Source: an optimization exercise on an open RTL-to-GDS flow (aim: small area and a short achievable clock period). Production flows keep margins and buffers that such runs may drop. Where RTL was checked, it was by simulation tests only, not by an equivalence proof against the original. Power figures rest on the tool's default switching activity, not on a simulated workload.

Design capu, start of the top module:
module capu (
    input  wire        clk,
    input  wire [31:0] cur,           
    input  wire [31:0] w1,            
    input  wire [31:0] disp,          
    input  wire [1:0]  size,          
    output wire [33:0] base,          
    output wire [33:0] top,
    output wire [33:0] rep_lo,
    output wire [33:0] rep_hi,
    output wire [33:0] addr,          
    output wire        in_bounds,     
    output wire        rep_ok,        
    input  wire [32:0] b0,            
    input  wire [32:0] t0,
    output wire [4:0]  enc_e,
    output wire [9:0]  enc_b,
    output wire [9:0]  enc_t,
    output wire [32:0] enc_base,
    output wire [32:0] enc_top
);
Settings: LEC_CHECK=0, ABC_AREA=1, CAP_MARGIN=30, CORE_MARGIN=2, CORE_UTILIZATION=40, CTS_CLUSTER_DIAMETER=100, CTS_CLUSTER_SIZE=30, SLEW_MARGIN=30; clock period 18.0 ns.
standard.sh (not shown) runs the stock make flow with config.mk's settings and CLKGATE_MAP_FILE= SYNTH_SCRIPT=/design/flow/synth_recipe.tcl, a recipe that flattens the netlist after the stock synthesis.
==> flow/flow/run.sh <==
#!/bin/bash
# Standard layout, with buf_1 port buffers and the setup repair aiming for
# 11.25 ns of slack.
set -euo pipefail
bash standard.sh "BUFFER_PORTS_ARGS=-buffer_cell sky130_fd_sc_hd__buf_1" SETUP_SLACK_MARGIN=11.25 finish > layout.log 2>&1
Next try:
==> flow/flow/run.sh (replaced) <==
#!/bin/bash
# Standard layout, with buf_1 port buffers and the setup repair aiming for
# 11 ns of slack.
set -euo pipefail
bash standard.sh "BUFFER_PORTS_ARGS=-buffer_cell sky130_fd_sc_hd__buf_1" SETUP_SLACK_MARGIN=11 finish > layout.log 2>&1
- CTS_CLUSTER_DIAMETER: 100 -> 80
- CTS_CLUSTER_SIZE: 30 -> 25
Effect:
- final area decreases by 3.7%
- non-clock buffer count decreases by 51
- wire length decreases by 2.5%
- worst hold slack degrades by 0.018 ns
- power stays flat
- area after synthesis is unchanged
- setup slack degrades by 0.16 ns
Next try:
- CORE_UTILIZATION: 40 -> 55
- CTS_CLUSTER_DIAMETER: 80 -> 100
- CTS_CLUSTER_SIZE: 25 -> 30
What happened: Total power went down by 2.9%; setup slack gains 0.0052 ns; wire length went down by 0.45%; sequential share of layout area went up by 0.15 points; area after synthesis does not change; global-route usage went up by 9.7 points; core utilization went up by 18 points.

* * *

JK:
capu, a different RTL version from the one above (not shown whole).
For scale: roughly 430 I/O pins, about 21,000 sq um of cells after synthesis.
// capu
module capu (
    input  wire        clk,
    input  wire [31:0] cur,           
    input  wire [31:0] w1,            
    input  wire [31:0] disp,          
    input  wire [1:0]  size,          
    output wire [33:0] base,          
    output wire [33:0] top,
    output wire [33:0] rep_lo,
    output wire [33:0] rep_hi,
    output wire [33:0] addr,          
    output wire        in_bounds,     
    output wire        rep_ok,        
    input  wire [32:0] b0,            
    input  wire [32:0] t0,
    output wire [4:0]  enc_e,
    output wire [9:0]  enc_b,
    output wire [9:0]  enc_t,
    output wire [32:0] enc_base,
    output wire [32:0] enc_top
);
Settings: LEC_CHECK=0, ABC_AREA=0, CAP_MARGIN=30, CORE_MARGIN=2, CORE_UTILIZATION=40, SLEW_MARGIN=30; clock period 18.0 ns.
==> flow/flow/run.sh <==
#!/bin/bash
# Standard layout, with buf_1 port buffers and the setup repair aiming for
# 11 ns of slack.
set -euo pipefail
bash standard.sh "BUFFER_PORTS_ARGS=-buffer_cell sky130_fd_sc_hd__buf_1" SETUP_SLACK_MARGIN=11 finish > layout.log 2>&1
Here is what was changed in the inputs of MS compared with JK.
Settings: a change of ABC_AREA from 0 to 1; an added CTS_CLUSTER_SIZE of 30; an added CTS_CLUSTER_DIAMETER of 100.
==> notes.md <==
- MS — area of all placed cells without fillers about 12% lower, JK as reference
- MS: power consumption is 670 uW lower than what JK reported.
- Between MS and JK, final critical path time including I/O delays and setup is lower for MS, JK comes in above that.
- MS vs. JK: wire length of the first global-routing pass went down by 16%.
- Relative to JK, wire length has decreased by 17% in MS.
- The setup slack of MS was superior to that of JK.
Relative to MS, the following input files were edited for AL:
Settings: CTS_CLUSTER_DIAMETER no longer set, was 100; CORE_UTILIZATION now 60, was 40; CTS_BUF_LIST now sky130_fd_sc_hd__clkbuf_4, previously not set; CTS_CLUSTER_SIZE no longer set, was 30.
Results
AL packs its core more tightly than MS.
The power consumed by combinational cells in AL sits about 10% above the value recorded for MS.
No run among MS and AL stopped early or left any final violation; all are clean.
Summary of AL over MS: total power climbed 260 uW, transition time at the pin with the least slew margin went up by 0.18 ns.
Changes in TR relative to AL:
Settings: clearing CTS_BUF_LIST, which used to be sky130_fd_sc_hd__clkbuf_4; swapping 60 for 40 in CORE_UTILIZATION.
==> flow/flow/run.sh <==
#!/bin/bash
# Standard layout, with buf_1 port buffers and the setup repair aiming for
# 11.5 ns of slack.
set -euo pipefail
bash standard.sh "BUFFER_PORTS_ARGS=-buffer_cell sky130_fd_sc_hd__buf_1" SETUP_SLACK_MARGIN=11.5 finish > layout.log 2>&1
==> notes.md <==
TR finished every step from synthesis to the final layout, and the layout passed the timing, design-rule and antenna checks. Post-placement cell area in TR vs AL: up about 1.9%. Re number of buffers outside the clock class in the layout: TR is about 15% up on AL. Per the comparison of TR with AL, final critical-path setup slack higher, power rose 14%. Of the two candidates, AL has the worse final worst hold slack and TR the better one. Compared with AL, TR shows a lower global routing usage summed across all routing layers. Summary — sequential cell area share, TR relative to AL: lower, by 1.9 points. Against AL, TR comes in 0.32 ns lower on arrival time at the worst endpoint. Of AL and TR, the higher starting density of the core belongs to AL.
Setup changes, TR to PW
==> flow/flow/run.sh <==
#!/bin/bash
# Standard layout, with buf_1 port buffers and the setup repair aiming for
# 10 ns of slack.
set -euo pipefail
bash standard.sh "BUFFER_PORTS_ARGS=-buffer_cell sky130_fd_sc_hd__buf_1" SETUP_SLACK_MARGIN=10 finish > layout.log 2>&1
Results
TR → PW: worst voltage drop across the vdd grid went down; part of the power in combinational logic down 5.8 points; fraction of area in registers rose 2.7 points; period utilization increased 4.4 points; time the final worst path needs with I/O delays and setup now larger. Looking only at total CTS buffers, and setting everything else aside, the lower value of TR and PW goes to PW. Per the comparison of PW with TR, setup slack has decreased, critical path depth has remained practically unchanged. Total via count in the routed design shrinks by a few percent when moving from TR to PW. When PW is measured against TR, its post-synthesis to final-layout area growth turns out 22 points lower.

* * *

P:
Starting RTL as in the previous note.
// capu
module capu (
    input  wire        clk,
    input  wire [31:0] cur,           
    input  wire [31:0] w1,            
    input  wire [31:0] disp,          
    input  wire [1:0]  size,          
    output wire [33:0] base,          
    output wire [33:0] top,
    output wire [33:0] rep_lo,
    output wire [33:0] rep_hi,
    output wire [33:0] addr,          
    output wire        in_bounds,     
    output wire        rep_ok,        
    input  wire [32:0] b0,            
    input  wire [32:0] t0,
    output wire [4:0]  enc_e,
    output wire [9:0]  enc_b,
    output wire [9:0]  enc_t,
    output wire [32:0] enc_base,
    output wire [32:0] enc_top
);
Settings: LEC_CHECK=0, ABC_AREA=1, CAP_MARGIN=30, CORE_MARGIN=2, CORE_UTILIZATION=40, SLEW_MARGIN=30; clock period 18.0 ns.
==> flow/flow/run.sh <==
#!/bin/bash
# Standard layout, with buf_1 port buffers and the setup repair aiming for
# 12 ns of slack.
set -euo pipefail
bash standard.sh "BUFFER_PORTS_ARGS=-buffer_cell sky130_fd_sc_hd__buf_1" SETUP_SLACK_MARGIN=12 finish > layout.log 2>&1
Changes in Q relative to P:
==> flow/flow/run.sh <==
#!/bin/bash
# Standard layout, with buf_1 port buffers and the setup repair aiming for
# 11 ns of slack.
set -euo pipefail
bash standard.sh "BUFFER_PORTS_ARGS=-buffer_cell sky130_fd_sc_hd__buf_1" SETUP_SLACK_MARGIN=11 finish > layout.log 2>&1
## What came out
- Q: done, clean on timing, DRC and antenna
- Diff P -> Q | layout-stage area growth over the synthesis result | decrease of 30 points
- Half-perimeter wire length after detailed placement was lower in Q than in P.
- Comparing Q against P, there is no change at all in count of port buffers added during placement.

* * *

The RTL this note starts from:
==> flow/design.v <==
module capu (
    input  wire        clk,
    input  wire [31:0] cur,           
    input  wire [31:0] w1,            
    input  wire [31:0] disp,          
    input  wire [1:0]  size,          
    output wire [33:0] base,          
    output wire [33:0] top,
    output wire [33:0] rep_lo,
    output wire [33:0] rep_hi,
    output wire [33:0] addr,          
    output wire        in_bounds,     
    output wire        rep_ok,        
    input  wire [32:0] b0,            
    input  wire [32:0] t0,
    output wire [4:0]  enc_e,
    output wire [9:0]  enc_b,
    output wire [9:0]  enc_t,
    output wire [32:0] enc_base,
    output wire [32:0] enc_top
);
    integer i;
    wire [4:0] e      = w1[31:27];
    wire       sealed = w1[6];
    wire [9:0] bm     = sealed ? {w1[26:20], 3'b000} : w1[26:17];
    wire [9:0] tm     = sealed ? {w1[19:13], 3'b000} : w1[16:7];
    wire       is22   = (e == 5'd22);
    reg [31:0] lm;                        
    always @(*)
        for (i = 0; i < 32; i = i + 1)
            lm[i] = (i < e + 10);
    wire [31:0] bmg = {22'd0, bm} << e;
    wire [31:0] tmg = {22'd0, tm} << e;
    wire kb  = ~is22 & ((cur & lm) < bmg);
    wire tlt = (tm < bm);
    wire ktp = is22 ? (tm == 10'd0) : (tlt & ~kb);    
    wire ktn = ~is22 & ~tlt & kb;                     
    wire [33:0] a;                        
    capu_add #(34) u_a (.x({2'b00, cur}), .y({{2{disp[31]}}, disp}), .ci(1'b0), .s(a));
    reg [31:0] p_r, tmg_r;
    reg [4:0]  e_r;
    reg        kb_r, ktp_r, ktn_r;
    reg [33:0] a_r;
    reg [1:0]  sz_r;
    always @(posedge clk) begin
        p_r   <= (cur & ~lm) | bmg;       
        tmg_r <= tmg;
        e_r   <= e;
        kb_r  <= kb;
        ktp_r <= ktp;
        ktn_r <= ktn;
        a_r   <= a;
        sz_r  <= size;
    end
    reg [31:0] lm_r;
    always @(*)
        for (i = 0; i < 32; i = i + 1)
            lm_r[i] = (i < e_r + 10);
    wire is22_r = (e_r == 5'd22);
    wire [31:0] hu = p_r | lm_r;          
    wire [31:0] hv = p_r & ~lm_r;         
    wire [31:0] pa, po;                   
    capu_pfx #(32) u_pa (.g({31'd0, hu[0]}), .p(hu), .o(pa));
    capu_pfx #(32) u_po (.g(hv), .p({32{1'b1}}), .o(po));
    wire [32:0] ci  = {pa, 1'b1} & ~{1'b0, lm_r};
    wire [32:0] bi  = ~{po, 1'b0} & ~{1'b0, lm_r};
    wire [32:0] pp  = {1'b0, p_r};
    wire [32:0] b33 = pp ^ ({33{kb_r}} & bi);
    wire [32:0] r33 = pp ^ ({33{~kb_r}} & ci);
    wire [32:0] t33 = ((pp & ~{1'b0, lm_r}) ^ (({33{ktp_r}} & ci) | ({33{ktn_r}} & bi))) |
                      {1'b0, tmg_r};
    wire [33:0] b_v  = {b33[32], b33};
    wire [33:0] t_v  = {ktn_r & bi[32], t33};
    wire [33:0] rh_v = {1'b0, r33};
    wire [2:0]  sm1 = (3'd1 << sz_r) - 3'd1;
    wire [34:0] a3  = {a_r[33], a_r} + {32'd0, sm1};
    wire ge_b = $signed(a_r) >= $signed(b_v);
    wire lt_t = $signed(a3) < $signed({t_v[33], t_v});
    wire lt_r = $signed(a_r) < $signed(rh_v);
    wire lt_4 = a_r[33] | ~a_r[32];       
    assign base      = b_v;
    assign rep_lo    = is22_r ? 34'd0 : b_v;
    assign top       = t_v;
    assign rep_hi    = rh_v[32] ? 34'h1_0000_0000 : rh_v;
    assign addr      = a_r;
    assign in_bounds = ge_b & lt_t;
    assign rep_ok    = (is22_r ? ~a_r[33] : ge_b) & lt_r & lt_4;
    wire [32:0] l;
    capu_add #(33) u_l (.x(t0), .y(~b0), .ci(1'b1), .s(l));
    wire [32:0] bw = l ^ t0 ^ b0;         
    wire [32:0] tor;                      
    capu_pfx #(33) u_st (.g(t0), .p({33{1'b1}}), .o(tor));
    wire [32:0] st = {tor[31:0], 1'b0};   
    reg  [32:0] lr;
    wire [32:0] lorr;
    always @(*)
        for (i = 0; i < 33; i = i + 1)
            lr[i] = l[32 - i];
    capu_pfx #(33) u_lo (.g(lr), .p({33{1'b1}}), .o(lorr));
    reg  [33:0] lor;                      
    always @(*) begin
        lor[33] = 1'b0;
        for (i = 0; i < 33; i = i + 1)
            lor[i] = lorr[32 - i];
    end
    reg [4:0] xe;
    reg [8:0] w;
    reg       nf;
    always @(*) begin
        xe = 5'd0;
        for (i = 9; i <= 30; i = i + 1) begin
            w  = l[i-1 -: 9];             
            nf = (&w[8:6] & (|w[5:0] | bw[i-9] | st[i-9])) |
                 (&w[8:7] & ~w[6] & &w[5:0] & bw[i-9] & st[i-9]);
            xe = xe | ({5{l[i] & ~lor[i+1]}} & (nf ? i - 8 : i - 9));
        end
        xe = xe | ({5{lor[31]}} & 5'd22);
    end
    reg [32:0] b0_r, tm1_r;
    reg [4:0]  xe_r;
    always @(posedge clk) begin
        b0_r  <= b0;
        tm1_r <= t0 ^ ~st;                
        xe_r  <= xe;
    end
    reg [32:0] em;                        
    always @(*)
        for (i = 0; i < 33; i = i + 1)
            em[i] = (i < xe_r);
    wire [32:0] ty = tm1_r | em;
    wire [32:0] ta;                       
    capu_pfx #(33) u_ta (.g({32'd0, ty[0]}), .p(ty), .o(ta));
    wire [9:0] wb, wt;
    capu_win u_wb (.x(b0_r), .e(xe_r), .y(wb));
    capu_win u_wt (.x(tm1_r), .e(xe_r), .y(wt));
    assign enc_e    = xe_r;
    assign enc_base = b0_r & ~em;
    assign enc_top  = ty ^ {ta[31:0], 1'b1};
    assign enc_b    = wb;
    assign enc_t    = wt + 10'd1;
endmodule
module capu_pfx #(parameter N = 32) (
    input  wire [N-1:0] g,
    input  wire [N-1:0] p,
    output wire [N-1:0] o
);
    localparam LG = $clog2(N);
    wire [N-1:0] gg [0:2*LG];
    wire [N-1:0] pp [0:2*LG];
    assign gg[0] = g;
    assign pp[0] = p;
    genvar l, i;
    generate
        for (l = 0; l < LG; l = l + 1) begin : up
            for (i = 0; i < N; i = i + 1) begin : b
                if ((i % (2 << l)) == (2 << l) - 1) begin : n
                    assign gg[l+1][i] = gg[l][i] | (pp[l][i] & gg[l][i-(1<<l)]);
                    assign pp[l+1][i] = pp[l][i] & pp[l][i-(1<<l)];
                end else begin : c
                    assign gg[l+1][i] = gg[l][i];
                    assign pp[l+1][i] = pp[l][i];
                end
            end
        end
        for (l = LG - 2; l >= 0; l = l - 1) begin : dn
            for (i = 0; i < N; i = i + 1) begin : b
                if ((i % (2 << l)) == (1 << l) - 1 && i >= (2 << l)) begin : n
                    assign gg[2*LG-1-l][i] = gg[2*LG-2-l][i] | (pp[2*LG-2-l][i] & gg[2*LG-2-l][i-(1<<l)]);
                    assign pp[2*LG-1-l][i] = pp[2*LG-2-l][i] & pp[2*LG-2-l][i-(1<<l)];
                end else begin : c
                    assign gg[2*LG-1-l][i] = gg[2*LG-2-l][i];
                    assign pp[2*LG-1-l][i] = pp[2*LG-2-l][i];
                end
            end
        end
    endgenerate
    assign o = gg[2*LG-1];
endmodule
module capu_add #(parameter N = 32) (
    input  wire [N-1:0] x,
    input  wire [N-1:0] y,
    input  wire         ci,
    output wire [N-1:0] s
);
    wire [N-1:0] p = x ^ y;
    wire [N-1:0] g = x & y;
    wire [N-1:0] c;
    capu_pfx #(N) u (.g({g[N-1:1], g[0] | (p[0] & ci)}), .p(p), .o(c));
    assign s = p ^ {c[N-2:0], ci};
endmodule
module capu_win (
    input  wire [32:0] x,
    input  wire [4:0]  e,
    output wire [9:0]  y
);
    wire [24:0] s16 = e[4] ? {8'd0, x[32:16]} : x[24:0];
    wire [16:0] s8  = e[3] ? s16[24:8] : s16[16:0];
    wire [12:0] s4  = e[2] ? s8[16:4]  : s8[12:0];
    wire [10:0] s2  = e[1] ? s4[12:2]  : s4[10:0];
    assign y = e[0] ? s2[10:1] : s2[9:0];
endmodule
clock: 18.0 ns
lec_check: 0
abc_area: 1
cap_margin: 30
core_margin: 2
core_utilization: 40
slew_margin: 30
==> flow/flow/run.sh <==
#!/bin/bash
# Standard layout, with the setup repair aiming for 11 ns of slack.
set -euo pipefail
bash standard.sh SETUP_SLACK_MARGIN=11 finish > layout.log 2>&1
Then changed:
==> flow/run.sh (new file) <==
#!/bin/bash
# synth_recipe.tcl (not shown) runs the flow's synth.tcl, then flattens the netlist and writes it again
# the make line also repeats each setting of config.mk as NAME=value (left out here)
make -C /OpenROAD-flow-scripts/flow DESIGN_CONFIG=/design/flow/config.mk WORK_HOME=/design/flow/orfs CLKGATE_MAP_FILE= SYNTH_SCRIPT=/design/flow/synth_recipe.tcl finish
removed: flow/flow/run.sh
removed: flow/standard.sh
The changed run produced a clean layout.
Setup slack gets worse by 1700 ps.
Total power is lower by 14%.
Die area is unchanged.
No functional check of the RTL was part of any run of this note.

[port drivers added, routing unchanged]
The flow's constraints put no driver on any port. The routed layouts listed below were extracted and timed again, unchanged, in two steps. Step 1 assumes that a clkbuf_16 drives the clock port and a buf_2 every other input. Step 2 moves the port delays by t, midway between the first and last clock arrival at a register: inputs arrive t later, outputs are due t later. That takes back most of the time a late clock gives input paths. a / b / c = no drivers / after step 1 / after step 2; a / b = the first two.
run	shift t [ns]	setup WS [ns]	worst setup path after step 2	latest minus earliest clock arrival (ns)
the first run of note 1	0.579	11.220 / 11.150 / 10.841	input to register	0.040 / 0.040
the second run of note 1	0.591	11.062 / 11.041 / 10.472	input to register	0.046 / 0.046
the third run of note 1	0.556	11.068 / 11.018 / 10.602	input to register	0.043 / 0.043
JK	0.664	10.382 / 10.322 / 10.151	input to register	0.019 / 0.018
MS	0.575	11.156 / 11.097 / 10.697	input to register	0.038 / 0.038
AL	0.836	10.794 / 10.741 / 10.285	input to register	0.047 / 0.048
TR	0.618	11.113 / 11.055 / 10.740	input to register	0.017 / 0.016
PW	0.619	10.312 / 10.252 / 9.747	input to register	0.015 / 0.015
P	0.641	11.059 / 10.989 / 10.846	input to register	0.020 / 0.021
Q	0.615	11.134 / 11.099 / 10.549	input to register	0.012 / 0.012
the first run of note 4	0.550	9.376 / 9.319 / 9.869	register to output	0.017 / 0.017
the second run of note 4	0.546	7.688 / 7.633 / 8.179	register to output	0.015 / 0.015
After both steps every run listed still meets setup and hold. For the second run of note 1, which loses most, drivers alone change the setup slack by -0.021 ns; drivers and shift together by -0.590 ns.
